From an optimization exercise on the open Yosys and OpenROAD flow, aimed at small area, a short achievable clock period and few clock cycles per item; shortcuts taken in it are not production practice.
The RTL was checked by simulation tests, not by an equivalence proof against the original design.
Power is estimated from default activity; no workload was simulated.

==> flow/design.v, too long to show whole: its modules and the start of the top module <==
// module hiker_xu: 1087 lines
module hiker_xu (
    input  wire        clk,
    input  wire        rst,           
    input  wire        in_valid,
    output wire        in_ready,
    input  wire [31:0] in_instr,
    input  wire [31:0] in_a,          
    input  wire [31:0] in_b,          
    input  wire [3:0]  in_flags,      
    output reg         out_valid,
    output reg  [31:0] out_result,
    output reg         out_wen,
    output reg  [3:0]  out_rd,
    output wire [3:0]  out_flags,
    output reg         out_illegal,
    output reg         out_divide
);
  // ...
==> flow/flow/run.sh <==
#!/bin/bash
# Layout flow: the standard ORFS flow (standard.sh: the standard
# synthesis, floorplan, power grid, placement, CTS and routing), with timing
# repair aimed at a tighter period than the 11 ns clock:
set -euo pipefail
export SETUP_SLACK_MARGIN=7
bash standard.sh floorplan > flow_floorplan.log 2>&1
export SETUP_SLACK_MARGIN=6.5
export TNS_END_PERCENT=0
bash standard.sh > flow_finish.log 2>&1
==> flow/standard.sh <==
#!/bin/bash
# synth_recipe.tcl (not shown) runs the flow's synth.tcl, then flattens the netlist and writes it again
# the make line also repeats each setting of config.mk as NAME=value (left out here)
make -C /OpenROAD-flow-scripts/flow DESIGN_CONFIG=/design/flow/config.mk WORK_HOME=/design/flow/orfs CLKGATE_MAP_FILE= SYNTH_SCRIPT=/design/flow/synth_recipe.tcl "${@:-finish}"
==> flow/config.mk <==
export PLATFORM = sky130hd
export DESIGN_NAME = hiker_xu
export DESIGN_NICKNAME = hiker_xu
export VERILOG_FILES = /design/flow/design.v
export SDC_FILE = /design/flow/constraint.sdc
export NUM_CORES = 4
export LEC_CHECK = 0
export ABC_AREA = 1
export CAP_MARGIN = 20
export CORE_MARGIN = 2
export CORE_UTILIZATION = 45
export SLEW_MARGIN = 20
==> flow/constraint.sdc <==
create_clock -name core_clock -period 11.0 [get_ports {clk}]
set_input_delay 2.2000 -clock core_clock [delete_from_list [all_inputs] [get_ports {clk}]]
set_output_delay 2.2000 -clock core_clock [all_outputs]
set_load 0.01 [all_outputs]
==> results.py, run 1 <==
metrics = {
    "layout": {
        "seq_area_sq_um": 8080,
        "nFlopsAndLatches": 318,
        "num-nonclk-buffers": 380,
        "drive_gt1_share_pct": 11.8,
        "stdcell_area_sq_um": 46100,
        "reg_top3": "acc_c: 64 flops, acc_s: 64 flops",
        "multi_input_cells": 4262,
        "final_util_pct": 53.4,
        "seq_share_pct": 17.5,
    },
    "yosys": {
        "ys.flop_type": "edfxtp_1",
        "yosysUniqueCellTypes": 72,
        "synth_xor_area_share_pct": 5.72,
        "synthCells": 5739,
        "seq_area_frac_synth_pct": 20.7,
        "synthSimpleGateAreaFrac_pct": 21.5,
    },
    "global_route": {
        "grt_use_met2_pct": 64.8,
    },
    "worst_setup_path": {
        "r2r_slack_ns": 5.80,
        "endpoint_kind": "register",
        "reg2reg_to": "out_result[22]$_DFF_P_",
        "crit_path_start_kind": "register",
    },
    "placement": {
        "io_buffers": 147,
        "dp_hpwl_um": 162000,
        "placed_cell_area_sq_um": 41700,
        "dp.cells": 6809,
        "pre_cts_slack_ns": 3.83,
    },
    "die": {
        "n_tap_cell": 1155,
        "placementRows": 108,
    },
    "worst_hold_path": {
        "whs_endpoint": "out_rd[0]$_DFF_P_",
    },
    "timing": {
        "post-route-period-util_pct": 47.2,
        "finalSetupViolations": 0,
    },
    "drt": {
        "via_per_inst": 6.39,
        "ant_nets": 0,
        "drcViolationCount": 0,
    },
    "cts": {
        "clock_path_buffers": 3,
        "clkTransAtPathRegs_ns": 0.06,
        "insertion_delay_ns": 0.64,
    },
    "power": {
        "power_leader": "combinational cells",
        "p_comb_share_pct": 51.3,
    },
    "run_status": {
        "run_status": "finished clean",
    },
}
Testbench counts, summed over its fixed seeds: cycles 76,920, items 32,000.
==> run 2, diff against run 1 <==
--- a/flow/design.v
+++ b/flow/design.v
@@ -949,19 +949,20 @@
     wire [6:0] lz_gap = {1'b0, lza1} - {1'b0, lzb1};
     wire       lz_ge1 = !lz_gap[6] && (lz_gap[5:0] != 6'd0);
     wire       lz_ge2 = !lz_gap[6] && (lz_gap[5:1] != 5'd0);
     wire       q0_f   = (pa1 == pb1) ? lz_ge1 : pa1 ? lz_ge2 : !lz_gap[6];
     wire q0_now   = v1 && div1 && in_mag && q0_f;
     assign go     = !hold || q0_now;
     wire s2_done  = v1 && go;
     always @(posedge clk) begin
+        acc_c[63:32] <= mstep_c[63:32];
         if (v1 && mul1 && m_step) begin
             acc_s <= mstep_s;
-            acc_c <= mstep_c;
+            acc_c[31:0] <= mstep_c[31:0];
             first <= 1'b0;
             oh_m  <= {1'b0, oh_m[3:1]};
             if (m_last) begin
                 a1 <= mstep_s[31:0];
                 b1 <= mstep_c[31:0];
             end
         end
         if (v1 && mul1 && mf1) begin
==> run 2 against run 1 <==
Still clean on timing, DRC and antenna. Worst hold slack lost 0.0023 ns. Die area shrank 0.68%. First-iteration DRC count grew 8.7%. Sequential power grew 5%. Total power grew 8.9%. Global-route usage grew 4.8 points. Critical path type unchanged. Largest power group unchanged.
==> results.py, run 2 <==
metrics = {
    "run_status": {
        "run_status": "finished clean",
    },
    "timing": {
        "slew_headroom_pct": 1.91,
        "whs_ns": 0.337,
        "post-route-period-util_pct": 50.4,
        "max_freq_mhz": 180,
        "hold_viol": 0,
        "finalCriticalPeriod_ns": 5.55,
        "fin_tns_setup_ns": 0,
        "clock_skew_ns": 0.0252,
        "rsz0062_at_grt": "yes",
        "drv_slew": 0,
        "finalSetupViolations": 0,
        "worstMarginPinSlew_ns": 1.46,
    },
    "worst_setup_path": {
        "critical-path-max-stage-delay_ns": 0.85,
        "cp.required_ns": 11.34,
        "endpoint_kind": "register",
        "path_cells": "buf_4 -> buf_4 -> bufbuf_16 -> o21ai_0 -> clkinv_1 -> o22ai_1 -> xor2_1 -> fa_1 -> inv_1 -> fa_1 -> nand2_1 -> a31oi_1",
        "critPathKind": "reg2reg",
        "worstPathMaxFanout": 19,
        "r2r_slack_ns": 5.45,
        "cp.arrival_ns": 5.88,
        "crit_path_start_kind": "register",
        "crit_slowest_cell": "o21ai_0",
    },
    "layout": {
        "fin_nets": 6446,
        "stdcell_count": 7109,
        "final_common_cell": "nand2_1",
        "reg_top3": "acc_c: 64 flops, acc_s: 64 flops",
        "final_cell_mix": "nand2_1, inv_1, o21ai_0",
        "drive_gt1_share_pct": 13.1,
        "area_growth_pct": 19.4,
    },
    "yosys": {
        "syn-cell-area_sq_um": 38800,
        "synth_nets": 6306,
        "yosysUniqueCellTypes": 75,
        "syn_avg_cell_area_sq_um": 6.71,
        "synth_warnings": 1,
        "netlist_top_cells_count": "nand2_1, inv_1, o21ai_0",
        "yosysMostFrequentCell": "nand2_1",
        "synthCells": 5779,
        "synth-edff-count": 138,
        "synth.area.top_cells": "nand2_1, edfxtp_1, dfxtp_1, fa_1, o21ai_0",
        "async_flop_share_pct": 0,
        "ys.flop_type": "dfxtp_1",
        "ys_ff_latch": 318,
        "yosys.area.top_type_share_pct": 11.5,
        "synth_top_area_cell": "nand2_1",
        "seq_area_frac_synth_pct": 20.0,
    },
    "global_route": {
        "grt_max_degree": 81,
        "grt_pass1_wl_um": 328000,
        "antenna_found_initial": 19,
        "grt.overflow.total": 0,
        "grt_pass1_vias": 42700,
        "grt_use_total_pct": 52.0,
    },
    "die": {
        "placementRows": 107,
        "core_sq_um": 85300,
        "io_pins": 148,
        "start_util_pct": 45.5,
        "dieHeight_um": 298,
        "dieArea_sq_um": 88500,
        "die_x_um": 298,
    },
    "cts": {
        "cts-root-buf": "clkbuf_16",
        "insertion_delay_ns": 0.63,
        "htree_levels": 2,
        "clkTransAtPathRegs_ns": 0.07,
        "hold_buffers": 0,
        "cts_buffers": 43,
        "cts.sinks": 318,
        "clock_path_buffers": 3,
        "tritoncts": "built",
    },
    "drt": {
        "initialDrtViolationCount": 6998,
        "via_per_inst": 6.51,
        "num_vias": 46300,
        "post_drt_wl_per_cell_um": 33.3,
        "ant_nets": 0,
        "wl_um": 237000,
        "firstDrtPassIters": 10,
        "drcViolationCount": 0,
    },
    "power": {
        "power.density_nw_per_um2": 142,
        "p_comb_share_pct": 55.4,
        "leakagePower_nw": 20.2,
        "peakVddDrop_uv": 217,
        "switching_power_w": 0.00313,
        "clock_power_share_pct": 22.2,
        "power_switching_share_pct": 47.5,
        "cell_internal_pwr_w": 0.00345,
        "sequentialPowerShare_pct": 22.4,
    },
    "placement": {
        "dp.cells": 6845,
        "place_congestion": 1.09,
        "io_buffers": 147,
        "dp_hpwl_um": 172000,
    },
    "flow_run": {
        "cap_viol_max_count": 0,
    },
    "worst_hold_path": {
        "hold_path.class": "reg2reg",
    },
}
## run 2: cell type report
type | instances | area, sq um
clock inverters | 25 | 238
repair inverters | 4 | 41.3
flip-flops and latches | 318 | 7770
clock buffers | 55 | 1140
multi-input cells | 4310 | 28300
fillers | 8662 | 39000
diodes | 11 | 27.5
inverters | 848 | 3330
repair buffers | 394 | 3990
well taps | 1144 | 1430
## run 2: timing repair
| item | 4_1_cts | 5_1_grt |
|---|---|---|
| gates cloned | 30 | 0 |
| setup buffers | 110 | 33 |
| endpoints found under the setup margin | 266 | 243 |
| gates resized for setup | 276 | 112 |
| pin swaps | 65 | 51 |
## run 2: power groups by stage
stage          Combinational (W)  Sequential, W  Clock (W)
2_1_floorplan            0.00207        0.00141          0
3_3_place_gp             0.00317        0.00150          0
3_5_place_dp             0.00318        0.00149          0
4_1_cts                  0.00339        0.00146    0.00144
5_1_grt                  0.00387        0.00147    0.00148
6_report                 0.00364        0.00147    0.00146
## run 2: metal layers
layer | GRT usage [%] | up-vias | share of wire (%)
li1 | - | 19700 | -
met1 | 59.5 | 21600 | 34
met2 | 72.9 | 3783 | 39
met3 | 24.2 | 1131 | 16
met4 | 43.8 | 20 | 11
met5 | 3.63 | - | 0.24
## run 2: worst max-delay path: cells and delay by family (launching register included)
kind | cells | cell delay [ns]
buf+inv | 5 | 1.49
xor+xnor | 1 | 0.16
flops | 1 | 0.43
fa+ha+maj | 2 | 1.15
simple gates | 1 | 0.12
compound gates | 3 | 1.90
## run 2: final timing paths
path         cells past startpoint                 to        startpoint
min                              0  out_rd[1]$_DFF_P_  gd1[1]$_DFFE_PN_
min reg2reg                      0  out_rd[1]$_DFF_P_  gd1[1]$_DFFE_PN_
max                             12    b1[6]$_DFFE_PP_   swap1$_DFFE_PN_
max reg2reg                     12    b1[6]$_DFFE_PP_   swap1$_DFFE_PN_
## run 2: cells by family (layout without fill, tap and decap cells)
group | after synthesis | after routing | share of synthesized area [%]
flops | 318 | 318 | 20.0
mux | 3 | 3 | 0.0775
buf+inv | 1164 | 1326 | 11.5
compound gates | 1577 | 1577 | 23.8
fa+ha+maj | 425 | 425 | 17.1
xor+xnor | 253 | 253 | 5.74
simple gates | 2038 | 2051 | 21.8
other cells | 1 | 12 | 0.00967
## run 2: per-stage QoR
step	util [%]	setup slack, ns	instance area [sq um]	power [W]
final	54.3	5.45	46300	0.00658
after global routing	54.2	5.67	46300	0.00682
after CTS	53.4	6.00	45500	0.00629
after detailed placement	48.9	3.49	41700	0.00468
after global placement	48.9	3.56	41700	0.00466
after floorplan	-	6.39	39700	0.00348
Testbench counts of run 2, summed over its fixed seeds: cycles 76,920, items 32,000.

==> separate check: timing with driven ports <==
The flow's constraints put no driver on any port. The routed layouts listed below were extracted and timed again, unchanged, in two steps.
Step 1 sets driving cells, clkbuf_16 on the clock port and buf_2 on the other inputs (assumed; they add their load-dependent delay and slew).
Step 2 adds t to the input delays and takes it off the output delays; t is the mean of the earliest and latest rising clock arrival at the registers after step 1. Input paths then give back, and output paths get back, about the clock's delay inside the block.
a / b / c = no drivers / after step 1 / after step 2; a / b = the first two.
run | t, ns | slack for setup (ns) | pins driven straight from the clock port
run 1 | 0.696 | 5.804 / 5.804 / 5.384 | 1
run 2 | 0.698 | 5.452 / 5.452 / 5.113 | 1
After both steps setup and hold are still met in every run listed. For run 1, which loses most, drivers alone change the setup slack by 0.000 ns; drivers and shift together by -0.420 ns.
